Source: an optimization exercise on an open RTL-to-GDS flow (aim: small area). Production flows keep margins and buffers that such runs may drop.
In this exercise RTL edits were held to simulation tests only and were not proved equivalent to the original.
Power and IR drop assume default switching activity. The flow treats the clock pin as an ideal source, which a real chip does not have.

Design tg_rx, start of the top module:
module tg_rx (
    input             clk,
    input             rst,
    input             cfg_ok,
    input      [15:0] own_unit,
    input      [15:0] src_rel,
    input      [15:0] src_zs,
    input      [15:0] src_den,
    input      [4:0]  seq_win,
    input             ms_tick,
    input             in_valid,
    input      [7:0]  in_data,
    input             in_last,
    input             in_net,
    output reg        out_valid,
    output reg [3:0]  out_code,
    output reg [1:0]  out_stream,
    output reg        out_net,
    output reg        out_open,
    output reg        out_match,
    output reg        out_mismatch,
    output reg        out_single,
    output     [31:0] out_seq,
    output     [23:0] out_pl,
    output     [2:0]  synced,
    output     [2:0]  pair_open,
    output reg [2:0]  tmo_single
);
For scale: roughly 2,200 cells after synthesis, about 720 flip-flops.
clock: 10.0 ns
lec_check: 0
cap_margin: 20
core_margin: 2
core_utilization: 40
cts_cluster_diameter: 60
cts_cluster_size: 24
place_density: 0.6
slew_margin: 20
run.sh (not shown) runs the stock make flow with config.mk's settings and CLKGATE_MAP_FILE= SYNTH_SCRIPT=/design/flow/synth_recipe.tcl, a recipe that flattens the netlist after the stock synthesis.
The baseline finished clean.
Then changed:
--- a/flow/config.mk
+++ b/flow/config.mk
@@ -7,0 +8 @@
+export ABC_AREA = 1
@@ -11,2 +12 @@
-export CTS_CLUSTER_DIAMETER = 60
-export CTS_CLUSTER_SIZE = 24
+export CTS_BUF_LIST = sky130_fd_sc_hd__clkbuf_4
Routed wire length climbs by 5.4%.
Utilization is higher by 0.25 points.
Power went up by 5.6%.
Via count goes up by 19%.
Global-route usage rises by 1.2 points.
Clock skew is higher by 0.039 ns.
Worst setup slack improves by 0.57 ns.
Then changed:
--- a/flow/config.mk
+++ b/flow/config.mk
@@ -8 +7,0 @@
-export ABC_AREA = 1
@@ -12 +10,0 @@
-export CTS_BUF_LIST = sky130_fd_sc_hd__clkbuf_4
After rerunning:
- The changed run finished clean
- worst hold slack degrades by 0.0089 ns
- routed wire length came out lower by 4.6%
- clock skew came out lower by 0.059 ns
- synthesized area came out lower by about 1%
- utilization came out higher by 0.45 points
- setup slack degrades by 0.56 ns
- final cell count came out lower by 23%
- sequential cell count is unchanged
- critical path depth came out lower by 10
- fmax came out lower by 7.3%


Another version of the RTL of tg_rx (not shown whole).
==> flow/design.v (excerpt) <==
module tg_rx (
    input             clk,
    input             rst,
    input             cfg_ok,
    input      [15:0] own_unit,
    input      [15:0] src_rel,
    input      [15:0] src_zs,
    input      [15:0] src_den,
    input      [4:0]  seq_win,
    input             ms_tick,
    input             in_valid,
    input      [7:0]  in_data,
    input             in_last,
    input             in_net,
    output reg        out_valid,
    output reg [3:0]  out_code,
    output reg [1:0]  out_stream,
    output reg        out_net,
    output reg        out_open,
    output reg        out_match,
    output reg        out_mismatch,
    output reg        out_single,
    output     [31:0] out_seq,
    output     [23:0] out_pl,
    output     [2:0]  synced,
    output     [2:0]  pair_open,
    output reg [2:0]  tmo_single
);
Settings: LEC_CHECK=0, CAP_MARGIN=20, CORE_MARGIN=2, CORE_UTILIZATION=40, PLACE_DENSITY=0.6, SLEW_MARGIN=20; clock period 10.0 ns.
standard.sh (not shown) runs the stock make flow with config.mk's settings and CLKGATE_MAP_FILE= SYNTH_SCRIPT=/design/flow/synth_recipe.tcl, a recipe that flattens the netlist after the stock synthesis.
==> flow/flow/run.sh <==
#!/bin/bash
# The standard layout (standard.sh, unchanged synthesis, floorplan, power grid and
# routing), with two layout knobs that ORFS reads from the environment:
#  - the port buffers are the smallest buffer cell instead of the one buffer_ports picks;
#  - clock tree: sink clusters of up to 32 flip-flops within 80 um, no dummy loads;
# make's output goes to standard.log; each ORFS step keeps its own log under orfs/logs/.
set -euo pipefail
export BUFFER_PORTS_ARGS="-buffer_cell sky130_fd_sc_hd__buf_1"
export CTS_ARGS="-sink_clustering_enable -repair_clock_nets -sink_clustering_size 40 -sink_clustering_max_diameter 70 -dont_use_dummy_load"
bash standard.sh > standard.log 2>&1
Then changed:
--- a/flow/flow/run.sh
+++ b/flow/flow/run.sh
@@ -8,3 +8,3 @@
 export BUFFER_PORTS_ARGS="-buffer_cell sky130_fd_sc_hd__buf_1"
-export CTS_ARGS="-sink_clustering_enable -repair_clock_nets -sink_clustering_size 40 -sink_clustering_max_diameter 70 -dont_use_dummy_load"
+export CTS_ARGS="-sink_clustering_enable -repair_clock_nets -buf_list sky130_fd_sc_hd__clkbuf_8 -sink_clustering_size 16 -sink_clustering_max_diameter 80 -dont_use_dummy_load"
 bash standard.sh > standard.log 2>&1
Outcome:
- The changed run went through all stages and came out clean
- worst setup slack is better by 0.11 ns
- total power shrinks by 3.1%
- final cell count grows by 0.54%
- maximum frequency grows by 2.3%
- register-to-register slack stays flat
- area after synthesis is unchanged
- critical path depth stays the same
- utilization shrinks by 0.33 points
- die area stays the same
- via count grows by 0.64%
Then changed:
CORE_UTILIZATION = 55   (was 40)
PLACE_DENSITY = 0.7   (was 0.6)
After rerunning:
- The new run completed with no timing, DRC or antenna violations
- final area decreases by 1.2%
- utilization increases by 15 points
- via count stays flat
- final cell count decreases by 9.3%
- combinational power barely changes
Then changed:
--- a/flow/flow/run.sh
+++ b/flow/flow/run.sh
@@ -8,3 +8,3 @@
 export BUFFER_PORTS_ARGS="-buffer_cell sky130_fd_sc_hd__buf_1"
-export CTS_ARGS="-sink_clustering_enable -repair_clock_nets -buf_list sky130_fd_sc_hd__clkbuf_8 -sink_clustering_size 16 -sink_clustering_max_diameter 80 -dont_use_dummy_load"
+export CTS_ARGS="-sink_clustering_enable -repair_clock_nets -sink_clustering_size 32 -sink_clustering_max_diameter 120 -dont_use_dummy_load"
 bash standard.sh > standard.log 2>&1
CORE_UTILIZATION = 40   (was 55)
PLACE_DENSITY = 0.6   (was 0.7)
The changed run passed the timing, DRC and antenna checks.
Synthesized area is unchanged.
Clock skew is higher by 0.046 ns.
Non-clock buffer count came out higher by 1.
Cell area went up by 1.0%.
Worst setup slack loses 0.23 ns.
Via count decreases by 1.2%.
Power hardly moves.
Routed wire length grows by 3.8%.
Global-route usage falls by 5.7 points.
Then changed:
--- a/flow/flow/run.sh
+++ b/flow/flow/run.sh
@@ -8,3 +8,3 @@
 export BUFFER_PORTS_ARGS="-buffer_cell sky130_fd_sc_hd__buf_1"
-export CTS_ARGS="-sink_clustering_enable -repair_clock_nets -sink_clustering_size 32 -sink_clustering_max_diameter 120 -dont_use_dummy_load"
+export CTS_ARGS="-sink_clustering_enable -repair_clock_nets -buf_list sky130_fd_sc_hd__clkbuf_8 -sink_clustering_size 16 -sink_clustering_max_diameter 150 -dont_use_dummy_load"
 bash standard.sh > standard.log 2>&1
Outcome: The changed run ran to the end with no violations; hold slack is worse by 0.037 ns; clock-buffer cell count increases by 25; power increases by 0.33%; design area is about the same; global-route usage increases by 0.37 points; worst setup slack hardly moves.
Then changed:
--- a/flow/flow/run.sh
+++ b/flow/flow/run.sh
@@ -8,3 +8,4 @@
 export BUFFER_PORTS_ARGS="-buffer_cell sky130_fd_sc_hd__buf_1"
-export CTS_ARGS="-sink_clustering_enable -repair_clock_nets -buf_list sky130_fd_sc_hd__clkbuf_8 -sink_clustering_size 16 -sink_clustering_max_diameter 150 -dont_use_dummy_load"
+export CTS_ARGS="-sink_clustering_enable -repair_clock_nets -sink_clustering_size 32 -sink_clustering_max_diameter 80 -dont_use_dummy_load"
+export REMOVE_ABC_BUFFERS=1
 bash standard.sh > standard.log 2>&1
Power rises by 2.7%.
Sequential share of layout area falls by 0.42 points.
Global-route usage falls by 0.15 points.
Worst hold slack improved by 0.042 ns.
Register-to-register slack got worse by 0.43 ns.
Wire length falls by 0.79%.
Core utilization rises by 0.26 points.
Design area rises by 0.60%.
Count of clock-buffer cells in the layout falls by 16.


Another version of the RTL of tg_rx (not shown whole).
Size in the first run: about 160 I/O pins, about 28000 um^2 of cells after synthesis.
Settings: LEC_CHECK=0, CAP_MARGIN=0, CORE_MARGIN=2, CORE_UTILIZATION=55, PLACE_DENSITY=0.7, SLEW_MARGIN=0; clock period 10.0 ns.
==> flow/flow/run.sh <==
#!/bin/bash
# The standard layout (standard.sh, unchanged synthesis, floorplan, power grid and
# routing), with two layout knobs that ORFS reads from the environment:
#  - the port buffers are the smallest buffer cell instead of the one buffer_ports picks;
#  - clock tree: clkbuf_8 buffers, sink clusters of up to 16 flip-flops within 80 um,
#    no dummy loads;
# make's output goes to standard.log; each ORFS step keeps its own log under orfs/logs/.
set -euo pipefail
export BUFFER_PORTS_ARGS="-buffer_cell sky130_fd_sc_hd__buf_1"
export CTS_ARGS="-sink_clustering_enable -repair_clock_nets -buf_list sky130_fd_sc_hd__clkbuf_8 -sink_clustering_size 18 -sink_clustering_max_diameter 80 -dont_use_dummy_load"
bash standard.sh > standard.log 2>&1
The starting point finished clean.
==> next run, changes <==
--- a/flow/flow/run.sh
+++ b/flow/flow/run.sh
@@ -10 +10 @@
-export CTS_ARGS="-sink_clustering_enable -repair_clock_nets -buf_list sky130_fd_sc_hd__clkbuf_8 -sink_clustering_size 18 -sink_clustering_max_diameter 80 -dont_use_dummy_load"
+export CTS_ARGS="-sink_clustering_enable -repair_clock_nets -buf_list sky130_fd_sc_hd__clkbuf_8 -sink_clustering_size 16 -sink_clustering_max_diameter 80 -dont_use_dummy_load"
=>
- worst hold slack improves by 0.0032 ns
- utilization went up by 0.10 points
- cell area is about the same
- worst setup slack degrades by 0.0078 ns
- cell count barely changes
- global-route usage hardly moves
- area after synthesis is unchanged
- sequential share of layout area went down by 0.12 points
- total power went up by 0.90%
- wire length went up by 0.91%
- combinational power went up by about 0.5%
==> next run, changes <==
--- a/flow/flow/run.sh
+++ b/flow/flow/run.sh
@@ -5 +5 @@
-#  - clock tree: clkbuf_8 buffers, sink clusters of up to 16 flip-flops within 80 um,
+#  - clock tree: clkbuf_8 buffers, sink clusters of up to 18 flip-flops within 80 um,
@@ -10 +10 @@
-export CTS_ARGS="-sink_clustering_enable -repair_clock_nets -buf_list sky130_fd_sc_hd__clkbuf_8 -sink_clustering_size 16 -sink_clustering_max_diameter 80 -dont_use_dummy_load"
+export CTS_ARGS="-sink_clustering_enable -repair_clock_nets -buf_list sky130_fd_sc_hd__clkbuf_8 -sink_clustering_size 18 -sink_clustering_max_diameter 80 -dont_use_dummy_load"
The changed run ran to the end with no violations.
Register-to-register slack is about the same.
Area after synthesis is unchanged.
Total power goes down by about 0.9%.
Cell area barely changes.
Via count shrinks by 0.53%.
Worst setup slack gains 0.0078 ns.


tg_rx, a different RTL version from the one above (not shown whole).
For scale: ~160 I/O pins, about 0.026 sq mm of cells after synthesis.
==> flow/design.v (excerpt) <==
module tg_rx (
    input             clk,
    input             rst,
    input             cfg_ok,
    input      [15:0] own_unit,
    input      [15:0] src_rel,
    input      [15:0] src_zs,
    input      [15:0] src_den,
    input      [4:0]  seq_win,
    input             ms_tick,
    input             in_valid,
    input      [7:0]  in_data,
    input             in_last,
    input             in_net,
    output reg        out_valid,
    output reg [3:0]  out_code,
    output reg [1:0]  out_stream,
    output reg        out_net,
    output reg        out_open,
    output reg        out_match,
    output reg        out_mismatch,
    output reg        out_single,
    output     [31:0] out_seq,
    output     [23:0] out_pl,
    output     [2:0]  synced,
    output     [2:0]  pair_open,
    output reg [2:0]  tmo_single
);
export LEC_CHECK = 0
export CAP_MARGIN = 0
export CORE_MARGIN = 2
export CORE_UTILIZATION = 40
export PLACE_DENSITY = 0.6
export SLEW_MARGIN = 0
create_clock -name core_clock -period 10.0 [get_ports {clk}]
==> flow/flow/run.sh <==
#!/bin/bash
# The standard layout (standard.sh, unchanged synthesis, floorplan, power grid and
# routing), with two layout knobs that ORFS reads from the environment:
#  - the port buffers are the smallest buffer cell instead of the one buffer_ports picks;
#  - clock tree: clkbuf_8 buffers, sink clusters of up to 18 flip-flops within 80 um,
#    no dummy loads;
# make's output goes to standard.log; each ORFS step keeps its own log under orfs/logs/.
set -euo pipefail
export BUFFER_PORTS_ARGS="-buffer_cell sky130_fd_sc_hd__buf_1"
export CTS_ARGS="-sink_clustering_enable -repair_clock_nets -buf_list sky130_fd_sc_hd__clkbuf_8 -sink_clustering_size 18 -sink_clustering_max_diameter 80 -dont_use_dummy_load"
bash standard.sh > standard.log 2>&1
The first run produced a clean layout.
Then changed:
--- a/flow/flow/run.sh
+++ b/flow/flow/run.sh
@@ -5 +5 @@
-#  - clock tree: clkbuf_8 buffers, sink clusters of up to 18 flip-flops within 80 um,
+#  - clock tree: clkbuf_8 buffers, sink clusters of up to 16 flip-flops within 80 um,
@@ -10 +10 @@
-export CTS_ARGS="-sink_clustering_enable -repair_clock_nets -buf_list sky130_fd_sc_hd__clkbuf_8 -sink_clustering_size 18 -sink_clustering_max_diameter 80 -dont_use_dummy_load"
+export CTS_ARGS="-sink_clustering_enable -repair_clock_nets -buf_list sky130_fd_sc_hd__clkbuf_8 -sink_clustering_size 16 -sink_clustering_max_diameter 80 -dont_use_dummy_load"
=> The changed run completed without violations; setup slack degrades by 43 ps; clock-buffer cell count came out higher by 5; wire length went up by 0.60%; power went up by 1.2%; sequential share of layout area decreases by 0.15 points; clock power is higher by about 5%; critical path depth does not change.
Then changed:
CORE_UTILIZATION = 55   (was 40)
PLACE_DENSITY = 0.7   (was 0.6)
Outcome:
- synthesized area does not change
- flip-flop and latch count is unchanged
- total power goes down by 0.52%
- clock power stays flat
- count of clock-buffer cells in the layout is unchanged
- die area shrinks by 27%
- synthesized cell count does not change
- non-clock buffer count went down by 4
- design area decreases by 1.2%
- combinational power goes up by about 0.8%


tg_rx with an RTL version that a note above also has.
For scale: roughly 1,700 cells after synthesis, roughly 730 flip-flops, roughly 160 I/O pins, about 28,000 µm² of cells after synthesis.
Settings: LEC_CHECK=0, CAP_MARGIN=20, CORE_MARGIN=2, CORE_UTILIZATION=40, PLACE_DENSITY=0.6, SLEW_MARGIN=20; clock period 10.0 ns.
==> flow/flow/run.sh <==
#!/bin/bash
# The standard layout (standard.sh, unchanged synthesis, floorplan, power grid and
# routing), with two layout knobs that ORFS reads from the environment:
#  - the port buffers are the smallest buffer cell instead of the one buffer_ports picks;
#  - clock tree: sink clusters of up to 32 flip-flops within 80 um, no dummy loads;
# make's output goes to standard.log; each ORFS step keeps its own log under orfs/logs/.
set -euo pipefail
export BUFFER_PORTS_ARGS="-buffer_cell sky130_fd_sc_hd__buf_1"
export CTS_ARGS="-sink_clustering_enable -repair_clock_nets -buf_list sky130_fd_sc_hd__clkbuf_4 -sink_clustering_size 10 -sink_clustering_max_diameter 40 -dont_use_dummy_load"
bash standard.sh > standard.log 2>&1
The first run produced a clean layout.
==> next run, changes <==
==> flow/flow/run.sh (replaced) <==
#!/bin/bash
# The standard layout (standard.sh, unchanged synthesis, floorplan, power grid and
# routing), with two layout knobs that ORFS reads from the environment:
#  - the port buffers are the smallest buffer cell instead of the one buffer_ports picks;
#  - clock tree: clkbuf_8 buffers, sink clusters of up to 16 flip-flops within 80 um,
#    no dummy loads;
# make's output goes to standard.log; each ORFS step keeps its own log under orfs/logs/.
set -euo pipefail
export BUFFER_PORTS_ARGS="-buffer_cell sky130_fd_sc_hd__buf_1"
export CTS_ARGS="-sink_clustering_enable -repair_clock_nets -buf_list sky130_fd_sc_hd__clkbuf_8 -sink_clustering_size 16 -sink_clustering_max_diameter 80 -dont_use_dummy_load"
bash standard.sh > standard.log 2>&1
CAP_MARGIN = 0   (was 20)
CORE_UTILIZATION = 55   (was 40)
PLACE_DENSITY = 0.7   (was 0.6)
SLEW_MARGIN = 0   (was 20)
=> The new run finished with timing, DRC and antenna clean; global-route usage went up by 5.1 points; non-clock buffer count came out lower by 4; critical path depth rises by 3; total power drops by 1.4%; routed wire length fell by 5.7%; setup slack improved by 0.063 ns; core utilization is higher by 15 points; die area came out lower by 27%.
==> next run, changes <==
==> flow/flow/run.sh (replaced) <==
#!/bin/bash
# The standard layout (standard.sh, unchanged synthesis, floorplan, power grid and
# routing), with two layout knobs that ORFS reads from the environment:
#  - the port buffers are the smallest buffer cell instead of the one buffer_ports picks;
#  - clock tree: sink clusters of up to 32 flip-flops within 80 um, no dummy loads;
# make's output goes to standard.log; each ORFS step keeps its own log under orfs/logs/.
set -euo pipefail
export BUFFER_PORTS_ARGS="-buffer_cell sky130_fd_sc_hd__buf_1"
export CTS_ARGS="-sink_clustering_enable -repair_clock_nets -buf_list sky130_fd_sc_hd__clkbuf_8 -sink_clustering_size 20 -sink_clustering_max_diameter 60 -dont_use_dummy_load"
bash standard.sh > standard.log 2>&1
CAP_MARGIN = 20   (was 0)
CORE_UTILIZATION = 40   (was 55)
PLACE_DENSITY = 0.6   (was 0.7)
SLEW_MARGIN = 20   (was 0)
After rerunning: The changed run produced a clean layout. Synthesized area stays the same. Cell count goes up by roughly a tenth. Worst hold slack loses 0.040 ns. Critical path depth falls by 3. Worst setup slack loses 0.16 ns. Sequential share of layout area fell by 0.90 points. Clock-buffer cell count fell by 3.

afterwards: timing with drivers on the ports:
The results above use ideal ports. As a check the final layouts listed here were re-extracted and re-timed, cells and wires unchanged. Step 1, drivers: a clkbuf_16 drives clk and a buf_2 each remaining input, both assumed. Step 2 adds t to the input delays and takes it off the output delays; t is the mean of the earliest and latest rising clock arrival at the registers after step 1. Input paths then give back, and output paths get back, about the clock's delay inside the block. Three values: no drivers, after step 1, after step 2; two values: the first two.
run	t (ns)	setup WS [ns]	worst setup path after step 2
the first run of note 1	0.679	2.320 / 2.320 / 2.320	register to register
the second run of note 1	1.023	2.887 / 2.887 / 2.887	register to register
the third run of note 1	0.686	2.325 / 2.325 / 2.325	register to register
the first run of note 2	0.617	4.819 / 4.857 / 4.240	input to register
the second run of note 2	0.707	4.933 / 4.968 / 4.261	input to register
the third run of note 2	0.706	5.065 / 5.065 / 4.452	input to register
the fourth run of note 2	0.637	4.840 / 4.881 / 4.244	input to register
the fifth run of note 2	0.717	4.838 / 4.874 / 4.157	input to register
the sixth run of note 2	0.617	4.690 / 4.690 / 4.284	input to register
the first run of note 3	0.688	4.097 / 4.097 / 4.097	register to register
the second run of note 3	0.703	4.089 / 4.089 / 4.089	register to register
the third run of note 3	0.688	4.097 / 4.097 / 4.097	register to register
the first run of note 4	0.700	4.868 / 4.868 / 4.345	input to register
the second run of note 4	0.718	4.826 / 4.826 / 4.433	input to register
the third run of note 4	0.698	4.844 / 4.844 / 4.844	register to register
the first run of note 5	0.882	5.026 / 5.062 / 4.180	input to register
the second run of note 5	0.703	5.089 / 5.089 / 4.453	input to register
the third run of note 5	0.690	4.931 / 4.968 / 4.278	input to register
After both steps every run listed still meets setup and hold. The setup slack of the first run of note 5, which loses most, moves by +0.036 ns with the drivers and by -0.846 ns with both steps.
